Source: an optimization exercise on an open RTL-to-GDS flow (aim: small area, a short achievable clock period and few clock cycles per item). Production flows keep margins and buffers that such runs may drop.
No functional check of the RTL was part of any run shown here.

==> flow/design.v (outline; a module is shown in full before it is edited, if it fits) <==
// module qg_screen_lane: 722 lines
module qg_screen_lane (
    input  wire         clk,
    input  wire         rst,
    input  wire         in_valid,
    output wire         in_ready,
    input  wire [1:0]   in_fmt,         
    input  wire         in_grey3,       
    input  wire         in_two_rowsets,
    input  wire [7:0]   in_p0,          
    input  wire [7:0]   in_ph,          
    input  wire [7:0]   in_pv,          
    input  wire [7:0]   in_phv,         
    input  wire [15:0]  in_gain,        
    input  wire [111:0] in_theta,       
    input  wire [15:0]  in_mask,        
    input  wire [8:0]   in_share,       
    input  wire         in_zone,        
    input  wire [10:0]  in_k,           
    input  wire [10:0]  in_s,           
    input  wire [11:0]  in_dots2_map,   
    output reg          out_valid,
    output reg  [2:0]   out_logical,
    output reg  [2:0]   out_level,
    output reg          out_rowset,
    output reg          out_pick_b,
    output reg          out_clip
);
  // ...
==> flow/flow/run.sh <==
#!/bin/bash
# Standard layout (standard.sh) with two changes: ABC maps with a delay
# target (flow/abc.script, through flow/synth.tcl), and ports get buf_2
# buffers instead of the default cell.
set -euo pipefail
W=$PWD
bash standard.sh finish SYNTH_SCRIPT=$W/flow/synth.tcl \
  "BUFFER_PORTS_ARGS=-buffer_cell sky130_fd_sc_hd__buf_2" > $W/standard.log 2>&1
==> flow/flow/abc.script <==
strash
dch
map -D 6000
buffer
upsize -D 6000
dnsize -D 6000
stime -p
==> flow/flow/synth.tcl <==
# synth_recipe.tcl with ABC's script swapped for flow/abc.script.
proc synth {args} { yosys synth -nofsm -noshare {*}$args }
set ::my_flow_dir [file dirname [file normalize [info script]]]
proc abc {args} {
  set i [lsearch -exact $args -script]
  if {$i >= 0} { set args [lreplace $args $i [expr {$i + 1}] -script $::my_flow_dir/abc.script] }
  set i [lsearch -exact $args -D]
  if {$i >= 0} { set args [lreplace $args $i [expr {$i + 1}]] }
  yosys abc {*}$args
}
source $::env(SCRIPTS_DIR)/synth.tcl
# left out here: clear keep_hierarchy, flatten, clean up, hide names made inside functions, write 1_2_yosys.v
==> flow/standard.sh <==
#!/bin/bash
# synth_recipe.tcl (not shown) runs the flow's synth.tcl, then flattens the netlist and writes it again
# the make line also repeats each setting of config.mk as NAME=value (left out here)
make -C /OpenROAD-flow-scripts/flow DESIGN_CONFIG=/design/flow/config.mk WORK_HOME=/design/flow/orfs CLKGATE_MAP_FILE= SYNTH_SCRIPT=/design/flow/synth_recipe.tcl "${@:-finish}"
==> flow/config.mk <==
export PLATFORM = sky130hd
export DESIGN_NAME = qg_screen_lane
export DESIGN_NICKNAME = qg_screen_lane
export VERILOG_FILES = /design/flow/design.v
export SDC_FILE = /design/flow/constraint.sdc
export NUM_CORES = 4
export LEC_CHECK = 0
export CAP_MARGIN = 20
export CORE_MARGIN = 2
export CORE_UTILIZATION = 40
export PLACE_DENSITY = 0.6
export SLEW_MARGIN = 20
==> flow/constraint.sdc <==
create_clock -name core_clock -period 48.0 [get_ports {clk}]
set_input_delay 9.6000 -clock core_clock [delete_from_list [all_inputs] [get_ports {clk}]]
set_output_delay 9.6000 -clock core_clock [all_outputs]
set_load 0.01 [all_outputs]
==> flow_metrics.tcl, run 1 <==
set metrics [dict create \
    status "no timing/DRC/antenna violations" \
    wl_met3_um 4660 \
    dp_hpwl_um 55000 \
    io_buffers 236 \
    yosys-top-cells-count "inv_1 (572), nor2_1 (322), fa_1 (260), nand2_1 (243), dfxtp_1 (209)" \
    wirelength_met1_um 27100 \
    grtUsageMet2_pct 45.0 \
    syn-cell-area_um2 19600 \
    busiest_layer "met2" \
    path_delay_family "adder cells" \
    synth_fa_ha_area_share_pct 31.8 \
    final_hold_viol_count 0 \
    clkbuf_count 31 \
    setup_viol 0 \
    endpoint "out_level[1]" \
    worstReg2RegEnd "out_level[1]" \
    cp_num_cells 51 \
    inv_count 595 \
    synthMuxAreaShare_pct 0 \
    synth_area_leaders "fa_1 (27%), dfxtp_1 (21%), inv_1 (11%), nor2_1 (6.2%), ha_1 (5.1%)" \
    dr.first_iter.drc_count 1580 \
    rsz0062_at_grt "false" \
    path_buf_inv 9 \
    max_freq_mhz 74.3 \
    n_antenna_cell 0 \
    crit_required_ns 48.46 \
    layout_setup_ws_ns 34.54 \
    cpPeakStageDelay_ns 0.65 \
    routedWlPerCell_um 19.8 \
    clk_latency_ns 0.59 \
    worst-path-max-fanout 19 \
    hp-class "reg -> reg" \
]
==> inputs of run 2 (changes only) <==
==> flow/run.sh (new file) <==
#!/bin/bash
# synth_recipe.tcl (not shown) runs the flow's synth.tcl, then flattens the netlist and writes it again
# the make line also repeats each setting of config.mk as NAME=value (left out here)
make -C /OpenROAD-flow-scripts/flow DESIGN_CONFIG=/design/flow/config.mk WORK_HOME=/design/flow/orfs CLKGATE_MAP_FILE= SYNTH_SCRIPT=/design/flow/synth_recipe.tcl finish
removed: flow/flow/run.sh
removed: flow/flow/abc.script
removed: flow/flow/synth.tcl
removed: flow/standard.sh
==> flow_metrics.tcl, run 2 <==
set metrics [dict create \
    worst-path-max-fanout 32 \
    hp-class "reg -> reg" \
    synth_top_area_share_pct 25.7 \
    worst_r2r_startpoint "s1_p0[2]" \
    ctsHoldBuffers 0 \
    synth_most_common_cell "inv_1" \
    multi_input_area_um2 14300 \
    clockBufferDepth 3 \
    critical_path.endpoint_type "flop" \
    post-route-period-util_pct 28.5 \
    grt_overflow 0 \
    cts_root_buffer "clkbuf_16" \
    slowest_stage "xnor2_1" \
    die_height_um 229 \
    cts_tree "built" \
    dieArea_um2 52400 \
    yosys-top-cells-count "inv_1 (372), fa_1 (260), dfxtp_1 (209), nand2_1 (150), and2_1 (106)" \
    routedWlPerCell_um 20.2 \
    seqCellArea_um2 4180 \
    postSynth.asyncResetShare_pct 0 \
    drc 0 \
    critPathKind "reg -> reg" \
    max_freq_mhz 73.2 \
    ys_warn_count 1 \
    fin_area_um2 24200 \
    dr.first_iter.drc_count 1331 \
    cts_resized 0 \
    syn-cell-area_um2 20300 \
    status "no timing/DRC/antenna violations" \
    syn_inst 2240 \
    clkTransAtPathRegs_ns 0.06 \
    vias 17100 \
    relSlewSlack_pct 27.3 \
    ys.flop_type "dfxtp_1" \
    min_from "s1_rowset" \
    cp.arrival_ns 14.09 \
    syn2layout_area_growth_pct 19.3 \
    synth_edf_count 0 \
    startpoint "s1_p0[2]" \
    dr.pass1.iters 7 \
    start_kind "flop" \
    final_layout_size_suffix_gt1_share_pct 4.66 \
    grt_usage_pct 24.3 \
    cts_made_buffers 23 \
    r2r.worst_path.cells 42 \
    layout_setup_ws_ns 34.34 \
    holdWs_ns 0.330 \
    finish.net_count 2997 \
    path_delay_family "adder cells" \
    synth_area_leaders "fa_1 (26%), dfxtp_1 (21%), inv_1 (6.9%), ha_1 (4.9%), xnor2_1 (4.1%)" \
    grt_max_degree 37 \
    hold_depth 0 \
    cts.sinks 209 \
    largest_reg_flops 112 \
    htree_levels 1 \
    io_buffers 236 \
    tightest_slew_ns 1.08 \
    cpPeakStageDelay_ns 0.86 \
    antenna_found_initial 1 \
    cts.repair_timing.setup_buffer_count 0 \
    yosysTopAreaCell "fa_1" \
    viasPerCell 5.47 \
    synth_seq_cells 209 \
    crit_required_ns 48.43 \
    place_ws_ns 34.34 \
    core-area_um2 50100 \
    dp_hpwl_um 50300 \
    final_cell_mix "inv_1 (372), fa_1 (260), clkdlybuf4s50_1 (236)" \
    ios 238 \
    die_x_um 229 \
    gp_congestion 0.926 \
    largest-register "s1_theta" \
    crit_top_cell "fa_1" \
    synth.distinct_cells 88 \
    grt_pass1_vias 17900 \
    tns_ns 0 \
    syn_nets 2807 \
    path_buf_inv 4 \
    setup_viol 0 \
    nFillCells 4917 \
    clk_latency_ns 0.54 \
    min_period_ns 13.66 \
    routed_wl_um 63000 \
    place_area_um2 23300 \
    initial_core_util_pct 40.4 \
    worst_clock_skew_ns 0.00909 \
    synth.yosys.seq_area_share_pct 20.7 \
    layout_commonest_cell "inv_1" \
    cap_viol_max_count 0 \
    final_hold_viol_count 0 \
    top_regs "s1_theta (112), s1_gain (16)" \
    slew_viol_final 0 \
    syn_area_per_cell_um2 9.04 \
    grt_pass1_wl_um 99700 \
    antenna_left 0 \
    cp_num_cells 42 \
    fp-row-count 82 \
    rsz0062_at_grt "false" \
]
==> run 2: metal layers <==
| layer | GRT usage (%) | share of wire [%] | up-vias |
|---|---|---|---|
| li1 | - | - | 7884 |
| met1 | 30.5 | 41 | 8371 |
| met2 | 41.5 | 49 | 658 |
| met3 | 3.78 | 6.5 | 152 |
| met4 | 10.3 | 4.3 | 0 |
| met5 | 0 | 0 | - |
==> run 2: stage by stage <==
stage                     utilization (%)  cells
after detailed placement             46.5   3077
final                                48.2   3120
after global routing                 48.2   3120
after global placement               46.5   3077
after floorplan                         -   2240
after CTS                            48.2   3119
==> run 2: final timing paths <==
| path | slack (ns) | to |
|---|---|---|
| max | 34.34 | out_level[1] |
| min | 0.33 | out_rowset |
| max reg2reg | 34.34 | out_level[1] |
| min reg2reg | 0.33 | out_rowset |
==> run 2: cells by family (layout without fill, tap and decap cells) <==
| group | Yosys count | in the layout | synth area share [%] |
|---|---|---|---|
| AOI/OAI and AO/OA | 478 | 478 | 16.5 |
| xor gates and xnor gates | 116 | 116 | 5.08 |
| adders and majority gates | 421 | 421 | 34.7 |
| buffers and inverters | 477 | 684 | 8.93 |
| DFF | 209 | 209 | 20.7 |
| muxes | 16 | 16 | 0.902 |
| other | 1 | 2 | 0.0185 |
| and+or+nand+nor | 522 | 522 | 13.2 |
==> run 2: area by class of cell <==
cell class,instances,share of cell area [%]
clock inverters,15,0.907
flip-flops and latches,209,17.3
inverters,378,5.87
clock buffers,27,2.53
diodes,1,0.0104
repair buffers,264,10.7
multi-input cells,1554,59.2
well taps,672,3.48
==> run 2: worst reg2reg max path, delay by kind of cell, from the launching register on <==
family,cells,cell delay [ns]
AO/OA/AOI/OAI,14,3.49
AND/OR/NAND/NOR,5,0.56
flip-flops,1,0.35
adder cells (fa/ha/maj),18,7.69
buffers and inverters,4,0.56
XOR/XNOR,1,0.86

-- afterwards: timing with drivers on the ports --
The flow's constraints put no driver on any port. The routed layouts listed below were extracted and timed again, unchanged, in two steps. Step 1 assumes that a clkbuf_16 drives the clock port and a buf_2 every other input. Step 2 also shifts input and output timing later by t, the mid clock arrival at the registers, as if the neighbouring blocks saw the same clock. Slacks: no drivers / after step 1 / after step 2; pairs: no drivers / after step 1.
run | shift t [ns] | setup slack, ns | hold slack, ns | worst setup path at the end | worst register clock-pin slew, ns
run 1 | 0.617 | 34.537 / 34.537 / 34.537 | 0.341 / 0.341 / 0.341 | register to register | 0.07 / 0.07
run 2 | 0.593 | 34.337 / 34.337 / 34.337 | 0.330 / 0.330 / 0.330 | register to register | 0.07 / 0.07
After both steps setup and hold are still met in every run listed.
